What follows belongs to an exercise in optimizing a design on an open flow for small area and a short achievable clock period; a production flow would make more cautious choices. The RTL was checked by simulation tests, not by an equivalence proof against the original design. Power is estimated from default activity; no workload was simulated.

==> flow/design.v (outline; a module is shown in full before it is edited, if it fits) <==
// module rs_syn2: 1860 lines
// module reel_block_rx: 114 lines
module reel_block_rx (
  input  wire        clk,
  input  wire        rst,
  input  wire [39:0] in_data,
  input  wire        in_valid,
  output wire [39:0] out_data,
  output reg         out_valid,
  output reg         stat_valid,
  output reg         stat_hdr_ok,
  output reg  [7:0]  stat_blk,
  output reg  [7:0]  stat_seq,
  output reg         stat_clean_a,
  output reg         stat_clean_b
);
  // ...
==> flow/run.sh <==
#!/bin/bash
# synth_recipe.tcl (not shown) runs the flow's synth.tcl, then flattens the netlist and writes it again
# the make line also repeats each setting of config.mk as NAME=value (left out here)
make -C /OpenROAD-flow-scripts/flow DESIGN_CONFIG=/design/flow/config.mk WORK_HOME=/design/flow/orfs CLKGATE_MAP_FILE= SYNTH_SCRIPT=/design/flow/synth_recipe.tcl finish
==> flow/config.mk <==
export PLATFORM = sky130hd
export DESIGN_NAME = reel_block_rx
export DESIGN_NICKNAME = reel_block_rx
export VERILOG_FILES = /design/flow/design.v
export SDC_FILE = /design/flow/constraint.sdc
export NUM_CORES = 4
export LEC_CHECK = 0
export CAP_MARGIN = 20
export CORE_MARGIN = 2
export CORE_UTILIZATION = 40
export SETUP_SLACK_MARGIN = 3.5
export SLEW_MARGIN = 20
==> flow/constraint.sdc <==
create_clock -name core_clock -period 7.0 [get_ports {clk}]
set_input_delay 1.4000 -clock core_clock [delete_from_list [all_inputs] [get_ports {clk}]]
set_output_delay 1.4000 -clock core_clock [all_outputs]
set_load 0.01 [all_outputs]
==> results.sh, run 1 <==
export IMPL_synth_area_leader_cell="edfxtp_1"
export IMPL_multi_input_cells=5022
export IMPL_fin_skew_ns=0.0637
export IMPL_cts_path_max_buffers=3
export IMPL_critPathMaxFanout=16
export IMPL_yosys_most_used_dff="edfxtp_1"
export IMPL_clkbuf_count=186
export IMPL_slew_viol_final=0
export IMPL_post_dp_hpwl_microns=175000
export IMPL_wl_met1_microns=107000
export IMPL_outcome="finished clean"
export IMPL_placed_cells=8823
export IMPL_design_area_sq_mm=0.0823
export IMPL_ios=104
export IMPL_antenna_cells=11
export IMPL_dieHeight_microns=430
export IMPL_drt_iter0_markers=6052
export IMPL_grt_use_met3=0.0509
export IMPL_tns_ns=0
export IMPL_grt_max_degree=200
export IMPL_leakage_uw=0.0263
export IMPL_dieArea_sq_mm=0.185
export IMPL_synth_common_cells="xnor2_1 (2622), edfxtp_1 (996), nor2_1 (779), xor2_1 (763), nor4_1 (237)"
export IMPL_clk_latency_ns=0.82
export IMPL_setup_slack_ns=3.54
export IMPL_r2r_slack_ns=3.60
export IMPL_crit_type="flip-flop to primary output"
export IMPL_maxPowerGroup="combinational cells"
export IMPL_grt_usage=0.269
export IMPL_fin_cells=9106
export IMPL_finalPower_uw=39600
==> run 2: changes to the inputs <==
--- a/flow/config.mk
+++ b/flow/config.mk
@@ -8,5 +8,4 @@
 export CAP_MARGIN = 20
 export CORE_MARGIN = 2
 export CORE_UTILIZATION = 40
-export SETUP_SLACK_MARGIN = 3.5
 export SLEW_MARGIN = 20
==> run 2 against run 1 <==
Effect of this change:
- wire length down 0.92%
- synthesized cell count unchanged
- critical endpoint is now out_data[3]
- critical path depth unchanged
- sequential power barely moved
- synthesized area stayed put
- critical path type unchanged
- highest routed layer unchanged
==> results.sh, run 2 <==
export IMPL_cts_path_max_buffers=3
export IMPL_wirelength_microns=251000
export IMPL_antenna_found_initial=8
export IMPL_synth_area_per_cell_sq_um=11.2
export IMPL_synth_area_top_cells="edfxtp_1 (41%), xnor2_1 (32%), xor2_1 (9.2%)"
export IMPL_wl_per_cell_microns=27.7
export IMPL_synthesis_area_sq_mm=0.0724
export IMPL_hold_path_class="flip-flop to flip-flop"
export IMPL_yosys_most_used_dff="edfxtp_1"
export IMPL_leakage_uw=0.0260
export IMPL_dp_slack_ns=3.21
export IMPL_clock_fmax_mhz=237
export IMPL_cts_root_buf="clkbuf_16"
export IMPL_reg_top3="scr: 58 flops, pdat: 40 flops, crc0: 16 flops"
export IMPL_vdd_drop_max_mv=0.762
export IMPL_holdBufCountCts=0
export IMPL_fin_skew_ns=0.0649
export IMPL_grt_usage=0.266
export IMPL_largest_reg_flops=58
export IMPL_worstMarginPinSlew_ns=1.30
export IMPL_layout_common_cells="xnor2_1 (2577), edfxtp_1 (996), nor2_1 (779)"
export IMPL_p_per_area_mw_per_mm2=483
export IMPL_area_delta_synth_final_pct=12.8
export IMPL_worstSetupEndpointType="primary output"
export IMPL_yosys_warnings=2
export IMPL_dieHeight_microns=430
export IMPL_start_kind="flip-flop"
export IMPL_dieArea_sq_mm=0.185
export IMPL_setup_viol=0
export IMPL_synth_top_area_share=0.413
export IMPL_synth_area_leader_cell="edfxtp_1"
export IMPL_mostFrequentLayoutCell="xnor2_1"
export IMPL_slowest_delay_ns=0.75
export IMPL_hold_ws_ns=0.451
export IMPL_finalCritPeriodShare=0.603
export IMPL_crit_arrival_ns=2.82
export IMPL_reg2reg_from="pdat[11]"
export IMPL_cp_required_ns=5.60
export IMPL_crit_type="flip-flop to primary output"
export IMPL_post_cts_setup_buffer_count=0
export IMPL_outcome="finished clean"
export IMPL_drt_iter0_markers=5839
export IMPL_rows=156
export IMPL_hold_path_startpoint="plast"
export IMPL_synth_adder_area_share=0.00518
export IMPL_core_sq_mm=0.180
export IMPL_synth_seq_area_share=0.444
export IMPL_ant_nets=0
export IMPL_synth_edf_count=996
export IMPL_synth_common_cells="xnor2_1 (2622), edfxtp_1 (996), nor2_1 (779), xor2_1 (763), nor4_1 (237)"
export IMPL_synth_cell_types=48
export IMPL_yosys_area_share_simple=0.0985
export IMPL_synth_nets=6546
export IMPL_ios=104
export IMPL_cts_tree="yes"
export IMPL_grt_max_degree=200
export IMPL_r2r_end="u_syn_a.s16[2]"
export IMPL_ctsResizeCount=0
export IMPL_grt_overflow_total=0
export IMPL_synthCells=6473
export IMPL_die_w_microns=430
export IMPL_grt_pass1_vias=47000
export IMPL_crit_path_cell_trace="buf_4 > clkdlybuf4s50_1"
export IMPL_synth_compound_area_share=0.00746
export IMPL_ys_ff_latch=1110
export IMPL_drive_gt1_frac=0.0729
export IMPL_rr_worst_depth=8
export IMPL_crit_start="pdat[3]"
export IMPL_synth_mux_area_frac=0.000276
export IMPL_worst_path_max_delay_cell="clkdlybuf4s50_1"
export IMPL_synth_most_common_cell="xnor2_1"
export IMPL_period_needed_ns=4.22
export IMPL_num_vias=48400
export IMPL_final_nets=6665
export IMPL_synth_xor_area_share=0.425
export IMPL_r2r_slack_ns=3.19
export IMPL_slew_viol_final=0
export IMPL_clock_sinks=1110
export IMPL_drcViolationCount=0
export IMPL_setup_slack_ns=2.78
export IMPL_slew_headroom=0.136
export IMPL_regMostFlops="scr"
export IMPL_viasPerCell=5.34
export IMPL_hold_violations=0
export IMPL_port_buffer_count=103
export IMPL_crit_end="out_data[3]"
export IMPL_place_gp_congestion=0.951
export IMPL_dr_pass1_iters=6
export IMPL_critPathMaxFanout=21
export IMPL_synth_top_family_by_area="XOR/XNOR gates"
export IMPL_post_dp_hpwl_microns=175000
export IMPL_max_cap_violations=0
export IMPL_htree_levels=4
export IMPL_async_flop_share=0
export IMPL_rsz0062_at_grt="false"
export IMPL_numCtsBuffers=137
export IMPL_clk_pin_slew_ns=0.06
export IMPL_grt_first_pass_wirelength_microns=353000
export IMPL_clk_latency_ns=0.82
export IMPL_start_util=0.402
==> run 2: cell counts after synthesis <==
Identical to the previous run, type by type.
==> run 2: layout make-up <==
class / count / area (sq um)
multi-input cells: 5022 / 39500
fillers: 16900 / 98700
flip-flops and latches: 1110 / 32200
clock inverters: 57 / 609
clock buffers: 186 / 3780
diodes: 3 / 7.51
inverters: 56 / 210
well taps: 2370 / 2970
repair buffers: 265 / 2360
==> run 2: worst min-delay path by stage <==
| stage | endpoint | depth (start not counted) | slack [ns] |
|---|---|---|---|
| floorplan | end_pending | 2 | 0.40 |
| global placement | end_pending | 2 | 0.44 |
| detailed placement | end_pending | 2 | 0.44 |
| CTS | end_pending | 2 | 0.45 |
| global route | end_pending | 2 | 0.47 |
| finish | end_pending | 2 | 0.45 |
==> run 2: metal layers <==
metal	GRT usage	vias up	share of wire
met5	0	-	0.00013
met4	0.108	6	0.043
met3	0.0477	376	0.082
met2	0.414	2178	0.45
met1	0.365	24500	0.42
li1	-	21400	-
==> run 2: kinds of logic (layout without fill, tap and decap cells) <==
kind of cell / after synthesis / after routing
compound gates: 93 / 93
xor+xnor: 3448 / 3448
fa+ha+maj: 30 / 30
buf+inv: 341 / 564
flops: 1110 / 1110
mux: 2 / 2
other cells: 0 / 3
simple gates: 1449 / 1449
==> run 2: worst max-delay path, delay by kind of cell (launching register included) <==
family / cells / cell delay [ns]
buffers and inverters: 2 / 1.41
flip-flops: 1 / 0.58
==> run 2: power by group <==
group          internal, uW  switching [uW]
combinational          9220           10400
sequential            10600            2170
clock                  4000            3120
==> run 2: metrics by stage <==
step / cell area, sq um / instances / TNS (ns) / utilization / power (uW)
finish: 81700 / 9069 / 0 / 0.453 / 39500
global route: 81700 / 9067 / 0 / 0.453 / 41200
CTS: 81600 / 9066 / 0 / 0.453 / 39400
detailed placement: 77300 / 8823 / 0 / 0.428 / 32100
global placement: 77100 / 8822 / 0 / 0.428 / 31900
floorplan: 72400 / 6473 / -326.95 / - / 27000

afterwards: timing with drivers on the ports:
Ports are ideal in the flow. The routed layouts listed here were re-timed in OpenROAD.
Step 1 assumes that a clkbuf_16 drives the clock port and a buf_2 every other input.
Step 2 also shifts input and output timing later by t, the mid clock arrival at the registers, as if the neighbouring blocks saw the same clock.
Three values: no drivers, after step 1, after step 2; two values: the first two.
run | t (ns) | slack for setup (ns) | pins driven straight from the clock port
run 1 | 0.882 | 3.540 / 3.452 / 3.332 | 1
run 2 | 0.881 | 2.777 / 2.690 / 3.192 | 1
After both steps every run listed still meets setup and hold. For run 1, which loses most, drivers alone change the setup slack by -0.088 ns; drivers and shift together by -0.208 ns.
